This design comes from an exercise in tuning for small area on the open sky130 flow, not from production work.
In this exercise RTL edits were held to simulation tests only and were not proved equivalent to the original.
Power figures rest on the tool's default switching activity, not on a simulated workload.

Setup of tundra:
## noryr_rx
module noryr_rx (
    input  wire        clk,
    input  wire        rst,             
    input  wire        in_valid,
    input  wire [9:0]  in_cg,           
    output reg         os_valid,
    output wire [7:0]  os_type,
    output wire [7:0]  os_arg0,
    output wire [7:0]  os_arg1,
    output reg         fr_word_valid,
    output wire [31:0] fr_word,
    output wire [6:0]  fr_word_num,
    output reg         fr_done,
    output wire [1:0]  fr_status,       
    output reg  [15:0] cnt_code,
    output reg  [15:0] cnt_ok,
    output reg  [15:0] cnt_bad,
    output reg  [15:0] cnt_drop
);
    localparam [31:0] CRC_RESIDUE = 32'hDEBB20E3;
    function [31:0] crc_byte;
        input [31:0] c;
        input [7:0]  b;
        integer k;
        reg [31:0] r;
        begin
            r = c;
            for (k = 0; k < 8; k = k + 1)
                r = (r[0] ^ b[k]) ? ((r >> 1) ^ 32'hEDB88320) : (r >> 1);
            crc_byte = r;
        end
    endfunction
    function is_os_type;
        input [7:0] t;
        begin
            case (t)
                8'h10, 8'h20, 8'h21, 8'h28, 8'h30, 8'h31, 8'h38,
  ...
Size: roughly 840 cells after synthesis.
export LEC_CHECK = 0
export CAP_MARGIN = 20
export CORE_MARGIN = 2
export CORE_UTILIZATION = 40
export SLEW_MARGIN = 20
export SYNTH_MEMORY_MAX_BITS = 32768
create_clock -name core_clock -period 10.0 [get_ports {clk}]
standard.sh (not shown) runs the stock make flow with config.mk's settings and CLKGATE_MAP_FILE= SYNTH_SCRIPT=/design/flow/synth_recipe.tcl, a recipe that flattens the netlist after the stock synthesis.
==> flow/flow/run.sh <==
#!/bin/bash
# Own layout flow: the standard synthesis, then its combinational logic
# re-mapped for area by ABC (flip-flops, their names and cell types kept),
# then the standard ORFS steps with smaller port buffers and no CTS dummy
# loads. Each tool's output goes to a log file of its own here.
set -euo pipefail
HERE=$(pwd)
R=$HERE/orfs/results/$FLOW_PLATFORM/noryr_rx/base
LIB=$FLOW_HOME/platforms/$FLOW_PLATFORM/lib/sky130_fd_sc_hd__tt_025C_1v80.lib

# 1. standard synthesis (unchanged)
bash standard.sh synth > log_1_standard_synth.txt 2>&1

# 2. re-map the combinational logic for area
cp $R/1_2_yosys.v $HERE/synth_standard.v
sed -e "s|@LIB@|$LIB|g" -e "s|@IN@|$HERE/synth_standard.v|g" \
    -e "s|@OUT@|$HERE/synth_area.v|g" -e "s|@ABC@|$HERE/flow/area.abc|g" \
    flow/reopt.ys > reopt_run.ys
yosys -c /dev/null > /dev/null 2>&1 || true
yosys -l log_2_reopt.txt -q reopt_run.ys > /dev/null 2>&1
sleep 1
cp $HERE/synth_area.v $R/1_2_yosys.v
touch $R/1_2_yosys.v

# 3. the rest of the standard flow
bash standard.sh \
    "BUFFER_PORTS_ARGS=-buffer_cell sky130_fd_sc_hd__buf_1" \
    "CTS_ARGS=-sink_clustering_enable -repair_clock_nets -dont_use_dummy_load" \
    finish > log_3_standard_finish.txt 2>&1
==> flow/flow/area.abc <==
strash
&get -n
&st
&syn2
&dch
&nf
&st
&syn2
&dch
&nf
&put
==> flow/flow/reopt.ys <==
read_liberty -ignore_miss_func -ignore_miss_dir @LIB@
blackbox sky130_fd_sc_hd__*df* sky130_fd_sc_hd__*dl* sky130_fd_sc_hd__conb_1
read_verilog @IN@
hierarchy -top noryr_rx
flatten
opt_clean
stat
abc -liberty @LIB@ -dont_use *probe* -dont_use *lpflow* -script @ABC@
opt_clean -purge
setundef -zero
splitnets
opt_clean -purge
hilomap -singleton -hicell sky130_fd_sc_hd__conb_1 HI -locell sky130_fd_sc_hd__conb_1 LO
stat -liberty @LIB@
read_liberty -lib -ignore_redef @LIB@
check -assert
select -clear
select noryr_rx
write_verilog -noattr -nohex -nodec -selected @OUT@
Setup changes, tundra to delta
==> flow/run.sh (new file) <==
#!/bin/bash
# synth_recipe.tcl (not shown) runs the flow's synth.tcl, then flattens the netlist and writes it again
# the make line also repeats each setting of config.mk as NAME=value (left out here)
make -C /OpenROAD-flow-scripts/flow DESIGN_CONFIG=/design/flow/config.mk WORK_HOME=/design/flow/orfs CLKGATE_MAP_FILE= SYNTH_SCRIPT=/design/flow/synth_recipe.tcl finish
removed: flow/flow/run.sh
removed: flow/flow/area.abc
removed: flow/flow/reopt.ys
removed: flow/standard.sh
Findings:
- delta completed end to end with timing, DRC and antenna clean.
- Relative to tundra, half-perimeter wire length after placement increased by 5.2% in delta.
- Diff tundra -> delta | post-layout instance area | up by more than 10%
- Compare delta and tundra | via count of the routed design higher: delta
- In the metrics for delta and tundra, the one carrying the higher met3 capacity usage during global routing is tundra.
- delta and tundra ended up with roughly the same sequential power.
- Side by side, power share of the sequential group turned out lower in delta than in tundra.
- Setup slack on the worst flop-to-flop path down 2260 ps in delta wrt tundra
- Re worst IR drop on VDD: tundra was lower than delta.
- delta against tundra: global-route usage went down by 0.97 points; wire length +about 4.3%.
- Of delta and tundra, the lower overall power after layout belongs to tundra.

========
== run 1 ==
noryr_rx, a different RTL version from the one above (not shown whole).
For scale: ~750 cells after synthesis, about 150 I/O pins.
==> flow/config.mk <==
export PLATFORM = sky130hd
export DESIGN_NAME = noryr_rx
export DESIGN_NICKNAME = noryr_rx
export VERILOG_FILES = /design/flow/design.v
export SDC_FILE = /design/flow/constraint.sdc
export NUM_CORES = 4
export LEC_CHECK = 0
export CAP_MARGIN = 20
export CORE_MARGIN = 2
export CORE_UTILIZATION = 40
export SLEW_MARGIN = 20
export SYNTH_MEMORY_MAX_BITS = 32768
==> flow/constraint.sdc <==
create_clock -name core_clock -period 10.0 [get_ports {clk}]
set_input_delay 2.0000 -clock core_clock [delete_from_list [all_inputs] [get_ports {clk}]]
set_output_delay 2.0000 -clock core_clock [all_outputs]
set_load 0.01 [all_outputs]
==> flow/flow/run.sh <==
#!/bin/bash
# Own layout flow: the standard synthesis, then its combinational logic
# re-mapped for area by ABC (flip-flops, their instance names and cell types
# kept; the smallest of a few ABC scripts is taken), then the standard ORFS
# steps with buf_1 port buffers, small clock buffers and no CTS dummy loads.
# Each tool's output goes to a log file of its own in this folder.
set -euo pipefail
HERE=$(pwd)
R=$HERE/orfs/results/$FLOW_PLATFORM/noryr_rx/base
LIB=$FLOW_HOME/platforms/$FLOW_PLATFORM/lib/sky130_fd_sc_hd__tt_025C_1v80.lib

# 1. standard synthesis (unchanged)
bash standard.sh synth > log_1_standard_synth.txt 2>&1
cp $R/1_2_yosys.v $HERE/synth_standard.v

# 2. re-map the combinational logic for area, several ABC scripts in parallel
for s in flow/abc_*.abc; do
  n=$(basename $s .abc)
  sed -e "s|@LIB@|$LIB|g" -e "s|@IN@|$HERE/synth_standard.v|g" \
      -e "s|@OUT@|$HERE/synth_$n.v|g" -e "s|@ABC@|$HERE/$s|g" \
      flow/reopt.ys > reopt_$n.ys
  (yosys -l log_2_reopt_$n.txt -q reopt_$n.ys > /dev/null 2>&1 || true) &
done
wait
best=""; bestA=""
for s in flow/abc_*.abc; do
  n=$(basename $s .abc)
  if [[ -s synth_$n.v ]] && grep -q "Found and reported 0 problems" log_2_reopt_$n.txt; then
    A=$(grep "Chip area" log_2_reopt_$n.txt | tail -1 | awk '{print $NF}')
    echo "$n $A" >> reopt_areas.txt
    if [[ -z "$best" ]] || awk "BEGIN{exit !($A < $bestA)}"; then best=$n; bestA=$A; fi
  fi
done
echo "best $best $bestA" >> reopt_areas.txt
if [[ -n "$best" ]]; then
  sleep 1
  cp synth_$best.v $R/1_2_yosys.v
  touch $R/1_2_yosys.v
fi

# 3. the rest of the standard flow
bash standard.sh \
    "BUFFER_PORTS_ARGS=-buffer_cell sky130_fd_sc_hd__buf_1" \
    "CTS_ARGS=-sink_clustering_enable -repair_clock_nets -dont_use_dummy_load -buf_list sky130_fd_sc_hd__clkbuf_8" \
    finish > log_3_standard_finish.txt 2>&1
==> flow/flow/abc_a.abc <==
&get -n
&st
&syn2
&dch
&nf -a -R 1000
&st
&syn2
&dch
&nf -a -R 1000
&st
&syn2
&dch
&nf -a -R 1000
&st
&syn2
&dch
&nf -a -R 1000
&put
==> flow/flow/abc_b.abc <==
&get -n
&st
&syn2
&dch
&nf -a -R 1000
&st
&deepsyn -T 60
&dch -f
&nf -a -R 1000
&put
==> flow/flow/abc_c.abc <==
&get -n
&st
&deepsyn -T 60
&dch -f
&nf -a -R 1000
&st
&dch -f
&nf -a -R 1000
&st
&dch -f
&nf -a -R 1000
&put
Other scripts of this flow, unchanged in this note and not shown: flow/flow/reopt.ys
For run 2, these inputs were changed with respect to run 1:
- CORE_UTILIZATION now 70, was 40
==> flow/flow/abc_b.abc <==
&get -n
&st
&syn2
&dch
&nf -a -R 1000
&st
&deepsyn -T 120 -S 1
&dch -f
&nf -a -R 1000
&put
==> flow/flow/abc_c.abc <==
&get -n
&st
&deepsyn -T 120 -S 2
&dch -f
&nf -a -R 1000
&st
&dch -f
&nf -a -R 1000
&st
&dch -f
&nf -a -R 1000
&put
==> flow/flow/abc_d.abc (new file) <==
&get -n
&st
&deepsyn -T 120 -S 3
&dch -f
&nf -a -R 1000
&st
&dch -f
&nf -a -R 1000
&st
&dch -f
&nf -a -R 1000
&put
==> flow/flow/abc_e.abc (new file) <==
&get -n
&st
&syn2
&dch
&nf -a -R 1000
&st
&deepsyn -T 120 -S 4
&dch -f
&nf -a -R 1000
&put
removed: flow/flow/abc_a.abc
==> comparison <==
Where final critical path time including I/O delays and setup is concerned, run 1 is better than run 2.
On run 2: total power is 0.11 mW lower than what run 1 gave.
Run 1 -> run 2: total standard cell area after synthesis flat
In run 2 the largest fanout on the critical path turned out 2 higher than in run 1.
Run 2 -> run 1: clock-buffer cell count flat
Run 2 vs run 1 — area of the placeable core dropped by more than a quarter
> inputs changed (run 2 -> run 3)
- CORE_UTILIZATION now 40, was 70
Run 3 went all the way through the flow, and no timing, DRC or antenna check failed. Net switching power of the design: run 3 vs run 2 up about 34%. Compared with run 2, run 3 ends up with more cell area. Total power on run 3 is up relative to run 2. [compare] base=run 2 new=run 3: shortest clock period the worst path allows after layout -0.94 ns; synthesized area per cell increased by 0.18 um2 relative to the old numbers; total number of placement rows grew by 32%. Looking at met1 track demand over resource, run 3 sits 14 points lower than run 2 does. ~same clock power in run 3 and run 2. Summary of run 3 over run 2: maximum number of pins on one net before global-route repair essentially unchanged; antenna cell count essentially unchanged.

-- re-timing with driven ports --
The results above use ideal ports. As a check the final layouts listed here were re-extracted and re-timed, cells and wires unchanged.
Step 1, drivers: a clkbuf_16 drives clk and a buf_2 each remaining input, both assumed.
Step 2, shift: input delay + t, output delay - t, t = (earliest + latest rising clock arrival at the registers) / 2. This alone moves slack from input paths to output paths.
Slacks: no drivers / after step 1 / after step 2; pairs: no drivers / after step 1.
| run | t, ns | setup WS [ns] | hold WS [ns] |
|---|---|---|---|
| tundra | 0.466 | 3.963 / 3.979 / 3.514 | 0.404 / 0.404 / 0.404 |
| delta | 0.482 | 1.860 / 1.884 / 1.402 | 0.422 / 0.422 / 0.422 |
| run 1 | 0.491 | 2.173 / 2.191 / 1.700 | 0.382 / 0.382 / 0.382 |
| run 2 | 0.487 | 2.150 / 2.164 / 1.677 | 0.422 / 0.422 / 0.422 |
| run 3 | 0.476 | 3.087 / 3.100 / 2.624 | 0.409 / 0.409 / 0.409 |
After both steps setup and hold are still met in every run listed.
